Source: an optimization exercise on an open RTL-to-GDS flow (aim: small area, a short achievable clock period and few clock cycles per item). Production flows keep margins and buffers that such runs may drop. Function was checked by simulation only, so behaviour that the tests miss may differ from the original.

===== flow/config.mk =====
export PLATFORM = sky130hd
export DESIGN_NAME = boholt_dec
export DESIGN_NICKNAME = boholt_dec
export VERILOG_FILES = /design/flow/design.v
export SDC_FILE = /design/flow/constraint.sdc
export NUM_CORES = 4
export LEC_CHECK = 0
export CAP_MARGIN = 20
export CORE_MARGIN = 2
export CORE_UTILIZATION = 40
export PLACE_DENSITY = 0.6
export SLEW_MARGIN = 20

===== flow/constraint.sdc =====
create_clock -name core_clock -period 12.0 [get_ports {clk}]
set_input_delay 2.4000 -clock core_clock [delete_from_list [all_inputs] [get_ports {clk}]]
set_output_delay 2.4000 -clock core_clock [all_outputs]
set_load 0.01 [all_outputs]

===== flow/design.v =====
module boholt_dec (
    input  wire        clk,
    input  wire        rst,
    input  wire        in_valid,
    input  wire [31:0] in_data,
    input  wire        in_last,
    output wire        in_ready,
    output reg         out_valid,
    output reg  [15:0] out_item,
    output reg         done,
    output reg  [2:0]  res_fault,
    output reg  [12:0] res_fault_pos,
    output reg         res_crc_bad,
    output reg  [12:0] res_count,
    output wire        hist_we,
    output wire [11:0] hist_waddr,
    output wire [15:0] hist_wdata,
    output wire        hist_re,
    output wire [11:0] hist_raddr,
    input  wire [15:0] hist_rdata
);
    localparam [15:0] SYNC = 16'hB0B7;
    localparam [2:0] F_NONE     = 3'd0,
                     F_ILLEGAL  = 3'd1,
                     F_DISTANCE = 3'd2,
                     F_OVERRUN  = 3'd3,
                     F_TRUNC    = 3'd4,
                     F_HEADER   = 3'd5;
    localparam [2:0] P_HDR   = 3'd0,    
                     P_CHK   = 3'd1,    
                     P_DRAIN = 3'd2,    
                     P_BODY  = 3'd3,    
                     P_CRC   = 3'd4;    
    localparam [2:0] D_TOK = 3'd0,      
                     D_RUN = 3'd1,      
                     D_MRD = 3'd2,      
                     D_MWR = 3'd3,      
                     D_END = 3'd4;      
    function [15:0] crc16_byte(input [15:0] c, input [7:0] b);
        integer i;
        reg [15:0] x;
        begin
            x = c ^ {b, 8'h00};
            for (i = 0; i < 8; i = i + 1)
                x = x[15] ? ((x << 1) ^ 16'h1021) : (x << 1);
            crc16_byte = x;
        end
    endfunction
    function [15:0] crc16_word(input [15:0] c, input [31:0] w);
        begin
            crc16_word = crc16_byte(crc16_byte(crc16_byte(crc16_byte(c,
                         w[7:0]), w[15:8]), w[23:16]), w[31:24]);
        end
    endfunction
    function [31:0] crc32_word(input [31:0] c, input [31:0] w);
        integer i;
        reg [31:0] x;
        begin
            x = c ^ w;
            for (i = 0; i < 32; i = i + 1)
                x = x[0] ? ((x >> 1) ^ 32'hEDB88320) : (x >> 1);
            crc32_word = x;
        end
    endfunction
    reg  [2:0]  phase;
    reg  [1:0]  hw;                  
    reg  [31:0] w0, w1, w2, w3;
    reg         hdr_last;            
    reg  [2:0]  dst;
    reg  [63:0] buf_q;               
    reg  [6:0]  bcnt;                
    reg  [16:0] bits_rem;            
    reg  [11:0] words_left;          
    reg  [31:0] crc;
    reg  [12:0] n;                   
    reg  [15:0] prev;                
    reg  [12:0] cnt;                 
    reg  [12:0] mdist;               
    reg  [2:0]  fault;
    reg  [12:0] fault_pos;
    wire [15:0] h_sync    = w0[15:0];
    wire [15:0] h_hcrc    = w0[31:16];
    wire [2:0]  h_stream  = w1[29:27];
    wire [13:0] h_plen    = w1[26:13];
    wire [12:0] h_count   = w1[12:0];
    wire        h_cut     = w3[26];
    wire        h_stored  = w3[24];
    wire [15:0] hcrc_calc = crc16_word(crc16_word(crc16_word(16'hFFFF, w1), w2), w3);
    wire [13:0] stored_len = {h_count + 13'd1, 1'b0} & 14'h3FFC;   
    wire hdr_bad = (h_sync != SYNC)
                || (h_hcrc != hcrc_calc)
                || (w1[31:30] != 2'b00)
                || (w3[31:29] != 3'b000)
                || (h_stream > 3'd4)
                || (h_count == 13'd0 && !h_cut)
                || (h_count > 13'd4096)
                || (!h_cut && (h_plen[1:0] != 2'b00 || h_plen > 14'd8192))
                || ( h_cut && h_plen > 14'd8708)
                || (h_stored && !h_cut && h_plen != stored_len);
    wire [12:0] max_items = (h_cut && h_count == 13'd0) ? 13'd4096 : h_count;
    wire [12:0] stored_items = (h_cut && h_plen[13:1] < h_count) ?
                               h_plen[13:1] : h_count;
    wire [6:0] avail = (bits_rem < {10'd0, bcnt}) ? bits_rem[6:0] : bcnt;
    wire       have  = (bcnt >= 7'd27) || (words_left == 12'd0);
    reg  [2:0]  k;                   
    reg  [2:0]  pre_len;
    reg  [4:0]  fld_w;
    reg  [21:0] fld;
    reg  [5:0]  tok_len;
    reg  [12:0] t_dist;
    reg  [12:0] t_len;
    always @(*) begin
        if (!buf_q[0])      k = 3'd0;
        else if (!buf_q[1]) k = 3'd1;
        else if (!buf_q[2]) k = 3'd2;
        else if (!buf_q[3]) k = 3'd3;
        else if (!buf_q[4]) k = 3'd4;
        else                k = 3'd5;
        pre_len = (k == 3'd5) ? 3'd5 : k + 3'd1;
        case (k)
            3'd0:    fld_w = 5'd16;
            3'd1:    fld_w = 5'd4;
            3'd2:    fld_w = 5'd12;
            3'd3:    fld_w = 5'd22;
            default: fld_w = 5'd0;
        endcase
        fld     = buf_q[{3'd0, pre_len} +: 22];
        tok_len = {3'd0, pre_len} + {1'b0, fld_w};
        case (k)
            3'd1:    begin t_dist = 13'd1; t_len = {9'd0, fld[3:0]} + 13'd1; end
            3'd2:    begin t_dist = 13'd1; t_len = {1'b0, fld[11:0]} + 13'd1; end
            3'd3:    begin t_dist = {1'b0, fld[11:0]} + 13'd1;
                           t_len  = {3'd0, fld[21:12]} + 13'd3; end
            default: begin t_dist = 13'd1; t_len = 13'd1; end
        endcase
    end
    wire body_take = (phase == P_BODY) && (words_left != 12'd0) &&
                     ((bcnt <= 7'd32) || (dst == D_END));
    assign in_ready = (phase == P_HDR) || (phase == P_DRAIN) || (phase == P_CRC) ||
                      body_take;
    wire acc = in_valid && in_ready;
    reg        emit;
    reg [15:0] emit_val;
    reg [5:0]  consume;
    reg [2:0]  dst_n;
    reg [2:0]  fault_n;
    reg [12:0] cnt_n;
    reg [12:0] mdist_n;
    always @(*) begin
        emit     = 1'b0;
        emit_val = prev;
        consume  = 6'd0;
        dst_n    = dst;
        fault_n  = F_NONE;
        cnt_n    = cnt;
        mdist_n   = mdist;
        if (phase == P_BODY) begin
            case (dst)
                D_TOK: begin
                    if (h_stored) begin
                        if (n == stored_items) begin
                            dst_n = D_END;
                        end else if (bcnt >= 7'd16) begin
                            emit     = 1'b1;
                            emit_val = buf_q[15:0];
                            consume  = 6'd16;
                        end
                    end else if (have) begin
                        if ({4'd0, pre_len} > avail ||
                            (k < 3'd4 && {1'b0, tok_len} > avail)) begin
                            dst_n = D_END;
                            if (!h_cut) fault_n = F_TRUNC;
                        end else if (k == 3'd5) begin
                            dst_n   = D_END;
                            fault_n = F_ILLEGAL;
                        end else if (k == 3'd4) begin
                            consume = 6'd5;
                            dst_n   = D_END;
                            if (n < max_items && !h_cut) fault_n = F_TRUNC;
                        end else if (k == 3'd0) begin
                            if (n + 13'd1 > max_items) begin
                                dst_n   = D_END;
                                fault_n = F_OVERRUN;
                            end else begin
                                emit     = 1'b1;
                                emit_val = fld[15:0];
                                consume  = tok_len;
                            end
                        end else begin
                            if (t_dist > n) begin
                                dst_n   = D_END;
                                fault_n = F_DISTANCE;
                            end else if ({1'b0, n} + {1'b0, t_len} > {1'b0, max_items}) begin
                                dst_n   = D_END;
                                fault_n = F_OVERRUN;
                            end else begin
                                consume = tok_len;
                                cnt_n   = t_len;
                                mdist_n  = t_dist;
                                dst_n   = (k == 3'd3) ? D_MRD : D_RUN;
                            end
                        end
                    end
                end
                D_RUN: begin
                    emit     = 1'b1;
                    emit_val = prev;
                    cnt_n    = cnt - 13'd1;
                    if (cnt == 13'd1) dst_n = D_TOK;
                end
                D_MRD: begin
                    dst_n = D_MWR;
                end
                D_MWR: begin
                    emit     = 1'b1;
                    emit_val = hist_rdata;
                    cnt_n    = cnt - 13'd1;
                    dst_n    = (cnt == 13'd1) ? D_TOK : D_MRD;
                end
                default: ;
            endcase
        end
    end
    assign hist_we    = emit;
    assign hist_waddr = n[11:0];
    assign hist_wdata = emit_val;
    assign hist_re    = (phase == P_BODY) && (dst == D_MRD);
    assign hist_raddr = n[11:0] - mdist[11:0];
    wire [63:0] buf_sh  = buf_q >> consume;
    wire [6:0]  bcnt_sh = bcnt - {1'b0, consume};
    wire        load    = acc && (phase == P_BODY) && (dst != D_END);
    always @(posedge clk) begin
        if (rst) begin
            phase         <= P_HDR;
            hw            <= 2'd0;
            w0            <= 32'd0;
            w1            <= 32'd0;
            w2            <= 32'd0;
            w3            <= 32'd0;
            hdr_last      <= 1'b0;
            dst           <= D_TOK;
            buf_q         <= 64'd0;
            bcnt          <= 7'd0;
            bits_rem      <= 17'd0;
            words_left    <= 12'd0;
            crc           <= 32'hFFFFFFFF;
            n             <= 13'd0;
            prev          <= 16'd0;
            cnt           <= 13'd0;
            mdist          <= 13'd0;
            fault         <= F_NONE;
            fault_pos     <= 13'd0;
            out_valid     <= 1'b0;
            out_item      <= 16'd0;
            done          <= 1'b0;
            res_fault     <= F_NONE;
            res_fault_pos <= 13'd0;
            res_crc_bad   <= 1'b0;
            res_count     <= 13'd0;
        end else begin
            out_valid <= emit;
            if (emit) out_item <= emit_val;
            done <= 1'b0;
            case (phase)
                P_HDR: begin
                    if (acc) begin
                        case (hw)
                            2'd0: w0 <= in_data;
                            2'd1: w1 <= in_data;
                            2'd2: w2 <= in_data;
                            default: begin
                                w3       <= in_data;
                                hdr_last <= in_last;
                                phase    <= P_CHK;
                            end
                        endcase
                        hw <= hw + 2'd1;
                    end
                end
                P_CHK: begin
                    if (hdr_bad) begin
                        if (hdr_last) begin
                            phase         <= P_HDR;
                            done          <= 1'b1;
                            res_fault     <= F_HEADER;
                            res_fault_pos <= 13'd0;
                            res_crc_bad   <= 1'b0;
                            res_count     <= 13'd0;
                        end else begin
                            phase <= P_DRAIN;
                        end
                    end else begin
                        phase      <= P_BODY;
                        dst        <= D_TOK;
                        buf_q      <= 64'd0;
                        bcnt       <= 7'd0;
                        bits_rem   <= {h_plen, 3'b000};
                        words_left <= h_plen[13:2] + {11'd0, (h_plen[1:0] != 2'b00)};
                        crc        <= 32'hFFFFFFFF;
                        n          <= 13'd0;
                        fault      <= F_NONE;
                        fault_pos  <= 13'd0;
                    end
                end
                P_DRAIN: begin
                    if (acc && in_last) begin
                        phase         <= P_HDR;
                        done          <= 1'b1;
                        res_fault     <= F_HEADER;
                        res_fault_pos <= 13'd0;
                        res_crc_bad   <= 1'b0;
                        res_count     <= 13'd0;
                    end
                end
                P_BODY: begin
                    if (acc) begin
                        words_left <= words_left - 12'd1;
                        crc        <= crc32_word(crc, in_data);
                    end
                    if (load)
                        buf_q <= buf_sh | ({32'd0, in_data} << bcnt_sh);
                    else
                        buf_q <= buf_sh;
                    bcnt     <= bcnt_sh + (load ? 7'd32 : 7'd0);
                    bits_rem <= bits_rem - {11'd0, consume};
                    dst  <= dst_n;
                    cnt  <= cnt_n;
                    mdist <= mdist_n;
                    if (emit) begin
                        n    <= n + 13'd1;
                        prev <= emit_val;
                    end
                    if (fault_n != F_NONE) begin
                        fault     <= fault_n;
                        fault_pos <= n;
                    end
                    if (dst == D_END && words_left == 12'd0) begin
                        if (h_cut) begin
                            phase         <= P_HDR;
                            done          <= 1'b1;
                            res_fault     <= fault;
                            res_fault_pos <= fault_pos;
                            res_crc_bad   <= 1'b0;
                            res_count     <= n;
                        end else begin
                            phase <= P_CRC;
                        end
                    end
                end
                P_CRC: begin
                    if (acc) begin
                        phase         <= P_HDR;
                        done          <= 1'b1;
                        res_fault     <= fault;
                        res_fault_pos <= fault_pos;
                        res_crc_bad   <= (in_data != ~crc);
                        res_count     <= n;
                    end
                end
                default: phase <= P_HDR;
            endcase
        end
    end
endmodule

===== flow/run.sh =====
#!/bin/bash
# synth_recipe.tcl (not shown) runs the flow's synth.tcl, then flattens the netlist and writes it again
# the make line also repeats each setting of config.mk as NAME=value (left out here)
make -C /OpenROAD-flow-scripts/flow DESIGN_CONFIG=/design/flow/config.mk WORK_HOME=/design/flow/orfs CLKGATE_MAP_FILE= SYNTH_SCRIPT=/design/flow/synth_recipe.tcl finish

==> notes.md <==
logic make-up (layout without fill, tap and decap cells):
kind of cell               count (synthesis)  after routing  share of synthesized area, %
DFF                                      371            371                          22.1
buffers and inverters                    450            424                          5.37
muxes                                    290            290                          9.30
xor gates and xnor gates                 661            661                          21.4
adders and majority gates                140            140                          5.33
AOI/OAI and AO/OA                       1043           1043                          19.3
and+or+nand+nor                         1304           1304                          17.2
cells in the final DEF, fill, tap and decap left out, types with 23 or more instances in the layout:
master,count
a211oi_1,39
a21o_1,46
a21oi_1,429
a22oi_1,33
a31oi_1,53
and2_1,26
buf_4,70
clkbuf_16,47
clkdlybuf4s50_1,141
dfxtp_1,371
ha_1,134
inv_1,116
mux2_2,45
mux2i_1,232
nand2_1,616
nand2b_1,28
nand3_1,126
nand4_1,38
nor2_1,229
nor2b_1,30
nor3_1,96
nor4_1,35
o211ai_1,34
o21ai_0,177
o221ai_1,23
o22ai_1,31
xnor2_1,414
xnor2_2,23
xnor3_1,50
xor2_1,133
layout make-up:
cell class	instances	area, sq um
clock buffer	62	1350
inverter	124	465
fill	8354	45900
tap	1080	1350
multi-input combinational	3438	24500
timing repair buffer	213	1970
sequential	371	7430
clock inverter	25	365
sequential cells by signal, summed over array words and instances, names as in the netlist, 2 cells and up:
signal / flops
fault_pos: 13
w0: 32
mdist: 12
phase: 3
words_left: 12
w1: 32
w2: 32
bcnt: 7
w3: 32
bits_rem: 17
res_fault: 3
crc: 32
buf_q: 64
hw: 2
cnt: 13
res_count: 13
n: 13
dst: 3
res_fault_pos: 13
fault: 3
prev: 16
tightest hold or removal path, stage by stage (launching register included):
cell and delay, ns:
dfxtp_1 0.30, nand2_1 0.05, a21oi_1 0.05
through the flow:
stage	hold slack, ns	utilization [%]	instances	worst slack [ns]	instance area, sq um
6_report	0.448	44.9	5313	1.00	37400
5_1_grt	0.473	44.9	5313	0.173	37400
4_1_cts	0.450	44.9	5313	0.740	37400
3_5_place_dp	0.442	42.8	5226	0.781	35600
3_3_place_gp	0.438	42.8	5225	0.860	35600
2_1_floorplan	0.431	-	4259	1.49	33600
metal layers:
metal  GRT usage (%)  vias up
met5               0        -
met4            10.5        2
met3            4.81      279
met2            43.6     1415
met1            38.0    14900
li1                -    14800
worst max-delay path by stage:
stage	startpoint	end	slack, ns	cells past startpoint
after floorplan	buf_q[3]	buf_q[9]	1.49	54
after detailed placement	buf_q[1]	buf_q[35]	0.78	49
after CTS	buf_q[1]	buf_q[35]	0.74	49
after global routing	buf_q[1]	buf_q[28]	0.17	48
after global placement	buf_q[1]	buf_q[35]	0.86	49
final	buf_q[1]	buf_q[28]	1.00	48
==> key figures <==
Run status
  • Status: complete, no violations

Clock network
  • Post CTS Setup Buffer Count: 0
  • H-Tree Depth: 2
  • Cts hold-fix bufs: 0
  • Clock Pin Slew Worst Setup and Hold Paths: 0.06 ns
  • Post-CTS resize count: 0
  • Cts bufs inserted: 47
  • CTS Sinks: 371
  • TritonCTS clock tree: done
  • Clock root buffer: clkbuf_16
  • CTS Buffer Depth: 3
  • Clock Latency Late Sink: 0.60 ns

Floorplan
  • Initial cell density of the core: 40.3%
  • Die width: 294 um
  • Core Area: 83300 sq um
  • Io pins: 143
  • Die Span Y: 294 um
  • Die Area: 86200 sq um
  • Row cnt: 106

STA
  • Fin. max-slew vios: 0
  • Worst-Margin Slew: 1.11 ns
  • Slew HR: 25.3%
  • Final period util: 91.7%
  • Final hold vios: 0
  • Clock Skews: 0.0173 ns
  • Setup Viol. Count Final: 0
  • FMAX: 90.9 MHz
  • Min cycle time layout: 11.00 ns
  • Setup TNS: 0 ns
  • RSZ-0062 raised after global routing: false

Global route
  • Global-route wire length before repair: 186000 um
  • Total Routing Usage GR: 27.8%
  • Vias in the first global route: 29600
  • Initial antenna violation count: 1
  • Largest net degree at the start of global routing: 103
  • Total grt overflow: 0

Synthesis
  • Avg Cell Area, Syn: 7.88 sq um
  • Number of synthesized flops with an enable pin: 0
  • Cell variety after synth: 90
  • Most used standard cell by instance count after synthesis: nand2_1
  • Ys async rst share: 0%
  • Post-synth top area share: 22.1%
  • Syn nets: 4451
  • Largest area contributor in the netlist: dfxtp_1
  • Main synth FF type: dfxtp_1
  • Synthesized flop and latch total: 371
  • Synth area leaders: dfxtp_1 (22%), xnor2_1 (11%), nand2_1 (6.9%)
  • Syn Inst Count: 4259
  • Seq/Total Area, Yosys: 22.1%
  • Post-synth top cells: nand2_1 (620), a21oi_1 (430), xnor2_1 (418)
  • Yosys warnings: 1
  • Post-Syn Area: 33600 sq um

Finish
  • Layout cells sized above 1: 7.63%
  • Final nets: 4387
  • Antenna diode count: 0
  • Area delta synth->final: 11.4%

Setup path
  • Worst r2r path cells: 48
  • CP Launch Type: flip-flop
  • Delay-heaviest family, CP: compound AO/OA/AOI/OAI gates
  • Crit path buffers/inverters: 8
  • Most frequent CP cell: a21oi_1
  • Reg-to-reg slack, setup: 1.00 ns
  • CP max stage delay: 0.74 ns
  • Crit-path max FO: 20
  • Setup Crit Path Kind: flip-flop to flip-flop
  • CP required: 12.46 ns
  • CP max-delay cell: fa_1
  • R2R Path End: buf_q[28]
  • RR Startpoint: buf_q[1]
  • CP Data Arrival Time: 11.46 ns
  • Setup crit end kind: flip-flop

Worst hold path
  • Hold Path Stages: 2
  • Hold Startpoint: res_count[0]
  • Worst hold path endpoint: res_count[0]
  • HP Class: flip-flop to flip-flop

Route
  • Detailed Routing Iterations Pass 1: 9
  • Avg WL per Cell: 23.2 um
  • Drc violations: 0
  • Topmost layer with routed signal wires: met5
  • Met2 wire length: 54400 um
  • WL final: 123000 um
  • M1 WL: 53400 um
  • DR WL met3: 10400 um
  • Detailed-route via count: 31400
  • Final ANT Viol Nets: 0
  • Vias/cell: 5.91
  • Iteration-0 DRC Markers: 3223

Placed design
  • Post-DP HPWL: 89300 um
  • Number of port buffers: 142
  • Placer Congestion: 1.01

Job
  • Max_cap viols: 0
Testbench counts, summed over its fixed seeds: cycles 262,367, items 178,205.

## afterwards: timing with drivers on the ports
How much do the figures lean on ideal ports? The routed layout below was timed once more, with nothing changed but the port constraints. Step 1, drivers: a clkbuf_16 drives clk and a buf_2 each remaining input, both assumed. Step 2 moves the port delays by t, midway between the first and last clock arrival at a register: inputs arrive t later, outputs are due t later. That takes back most of the time a late clock gives input paths. a / b / c = ideal ports / drivers / drivers and shift; a / b = the first two.
shift t [ns]: 0.659
slack for setup (ns): 1.001 / 1.001 / 1.001
clock arrival spread, ns: 0.017 / 0.018
After both steps setup and hold are still met in this run. For this run, drivers alone change the setup slack by 0.000 ns; drivers and shift together by 0.000 ns.
